What follows belongs to an exercise in optimizing a design on an open flow for small area, a short achievable clock period and few clock cycles per item; a production flow would make more cautious choices. Only simulation tests tie the RTL to the original design; equivalence was not proved.

lane 1:
==> flow/design.v (excerpt) <==
module clu_law (
    input  wire        clk,
    input  wire        rst,           
    input  wire        start,
    output wire        ready,
    output reg         done,
    input  wire [23:0] err_value,
    input  wire        err_ovr,
    input  wire [1:0]  win,           
    input  wire [1:0]  nsec,
    input  wire        ffg,
    input  wire        startm,
    input  wire [1:0]  cmd,           
    input  wire [15:0] manduty,
    input  wire [15:0] dmin,
    input  wire [15:0] dmax,
    input  wire [31:0] g_in,          
    input  wire [31:0] kp,
    input  wire [31:0] ki,
    input  wire [31:0] kd,
    input  wire [31:0] imax,
    input  wire [31:0] imin,
    input  wire [31:0] ffk,
    input  wire [31:0] s0b0, input wire [31:0] s0b1, input wire [31:0] s0b2,
    input  wire [31:0] s0a1, input wire [31:0] s0a2,
    input  wire [31:0] s1b0, input wire [31:0] s1b1, input wire [31:0] s1b2,
    input  wire [31:0] s1a1, input wire [31:0] s1a2,
    input  wire [31:0] s2b0, input wire [31:0] s2b1, input wire [31:0] s2b2,
    input  wire [31:0] s2a1, input wire [31:0] s2a2,
    output reg  [31:0] x_out,
    output reg  [31:0] p_out,
    output wire [31:0] i_out,
    output reg  [31:0] d_out,
    output reg  [31:0] ff_out,
    output reg  [31:0] pre_out,
    output reg  [15:0] duty_out,
    output reg         sat_hi,
    output reg         sat_lo,
    output reg         awhold,
    output reg         nsat,
    output reg         preset_sat,
    output reg  [1:0]  mode           
);
    localparam [1:0] M_WAIT = 2'd1, M_AUTO = 2'd2, M_MAN = 2'd3;
    localparam [1:0] C_AUTO = 2'd1, C_MAN = 2'd2, C_PRESET = 2'd3;
    localparam [4:0] ST_IDLE = 5'd0,  ST_DIV0 = 5'd1,  ST_DIV  = 5'd2,  ST_SEC  = 5'd3,
                     ST_FF   = 5'd4,  ST_XW   = 5'd5,  ST_I    = 5'd6,  ST_P    = 5'd7,
                     ST_D    = 5'd8,  ST_X5   = 5'd9,  ST_ITR2 = 5'd10, ST_TW1  = 5'd11,
  ...
export LEC_CHECK = 0
export CAP_MARGIN = 20
export CORE_MARGIN = 2
export CORE_UTILIZATION = 30
export PLACE_DENSITY = 0.5
export SLEW_MARGIN = 20
create_clock -name core_clock -period 25.0 [get_ports {clk}]
standard.sh (not shown) runs the stock make flow with config.mk's settings and CLKGATE_MAP_FILE= SYNTH_SCRIPT=/design/flow/synth_recipe.tcl, a recipe that flattens the netlist after the stock synthesis.
==> flow/flow/run.sh <==
#!/bin/bash
# Standard layout (the standard.sh, standard synthesis) with a somewhat denser
# floorplan, the smallest buffer on every port, and timing repair aiming at a
# setup margin below the 25 ns clock so that the achieved period is short.
set -euo pipefail
bash standard.sh CORE_UTILIZATION=40 PLACE_DENSITY=0.55 SETUP_SLACK_MARGIN=18.5 \
    "BUFFER_PORTS_ARGS=-buffer_cell sky130_fd_sc_hd__buf_1" finish > standard.log 2>&1
Testbench counts of lane 1, summed over its fixed seeds: cycles 160,515, items 9,600.
For lane 2, these inputs were changed with respect to lane 1:
diff --git a/flow/design.v b/flow/design.v
--- a/flow/design.v
+++ b/flow/design.v
@@ -122,34 +122,37 @@
             end else begin : gn
                 assign rcy[gi] = acc_inc & (&acc_hi[gi-1:0]);
             end
         end
     endgenerate
     wire [30:0] rlow = acc_hi[30:0] ^ rcy[30:0];
     wire [4:0]  rtop = acc_hi[35:31] + {4'd0, rcy[31]};
     wire        ovp = ~rtop[4] & (|rtop[3:0]);
     wire        ovn = rtop[4] & ~(&rtop[3:0]);
     wire        rsat = ovp | ovn;
     wire [31:0] rnd = ovp ? 32'h7FFF_FFFF : ovn ? 32'h8000_0000 : {rtop[0], rlow};
+    reg  [31:0] imin_r, imax_r;
     reg  [15:0] dmin_r, dmax_r, mand_r;
     always @(posedge clk) begin
+        imin_r <= imin;
+        imax_r <= imax;
         dmin_r <= dmin;
         dmax_r <= dmax;
         mand_r <= manduty;
     end
     reg  [31:0] rr;
     reg         rr_sat;
     reg  [1:0]  r2_op;        
-    wire        i_lo = $signed(rr) < $signed(imin);
-    wire        i_hi = $signed(rr) > $signed(imax);
-    wire [31:0] iclamp = i_lo ? imin : i_hi ? imax : rr;
+    wire        i_lo = $signed(rr) < $signed(imin_r);
+    wire        i_hi = $signed(rr) > $signed(imax_r);
+    wire [31:0] iclamp = i_lo ? imin_r : i_hi ? imax_r : rr;
     wire [21:0] dh   = acc_hi[35:14];
     wire [21:0] dh1  = dh + 22'd1;
     wire        dc   = (acc_inc == acc[65]) ? acc_hi[13] :
                        acc_inc ? (acc_hi[13] | (&acc_hi[12:0])) :
                                  (acc_hi[13] & (|acc_hi[12:0]));
     wire        dhi0 = $signed(dh)  > $signed({6'd0, dmax_r});
     wire        dhi1 = $signed(dh1) > $signed({6'd0, dmax_r});
     wire        dlo0 = $signed(dh)  < $signed({6'd0, dmin_r});
     wire        dlo1 = $signed(dh1) < $signed({6'd0, dmin_r});
     wire        r_hi = ovp | (!ovn & (dc ? dhi1 : dhi0));
     wire        r_lo = ovn | (!ovp & (dc ? dlo1 : dlo0));
[summary]
Compare lane 1 and lane 2 | post-layout minimum cycle time lower: lane 2. Height of the die (higher): lane 2. Lane 2 vs lane 1 on cell area after synthesis: lane 2 is the higher one. Insertion delay of the later-clocked pin in the worst-skew pair: lane 1 vs lane 2, no meaningful difference. Wire length: lane 2 worse than lane 1. Relative to lane 1, count of clock-buffer cells in the layout decreased by 2.5% in lane 2. Lane 1 reports its capturing instance or port of the critical path as integ[17] while lane 2 reports opB[8]. Diff lane 1 -> lane 2: proportion of cell area occupied by multi-input gates fell by 0.73 points; via count of the first global-routing pass increased about 1%. Looking at number of synthesized register bits, lane 2 sits 64 above lane 1. Met2 wire length, lane 1 and lane 2: smaller value in lane 1.
Testbench counts of lane 2, summed over its fixed seeds: cycles 160,515, items 9,600.

[afterwards: timing with drivers on the ports]
In the flow no input, the clock included, has a driving cell. The finished layouts below were timed again as built, in two steps. Step 1 sets driving cells, clkbuf_16 on the clock port and buf_2 on the other inputs (assumed; they add their load-dependent delay and slew). Step 2 adds t to the input delays and takes it off the output delays; t is the mean of the earliest and latest rising clock arrival at the registers after step 1. Input paths then give back, and output paths get back, about the clock's delay inside the block. Three values: ideal ports, drivers, drivers and shift; two values: the first two.
run	t (ns)	setup WS [ns]	slew at the worst register clock pin (ns)
lane 1	0.873	17.533 / 17.574 / 16.701	0.07 / 0.07
lane 2	0.852	18.145 / 18.118 / 17.266	0.08 / 0.08
After both steps setup and hold are still met in every run listed. The setup slack of lane 2, which loses most, moves by -0.027 ns with the drivers and by -0.879 ns with both steps.
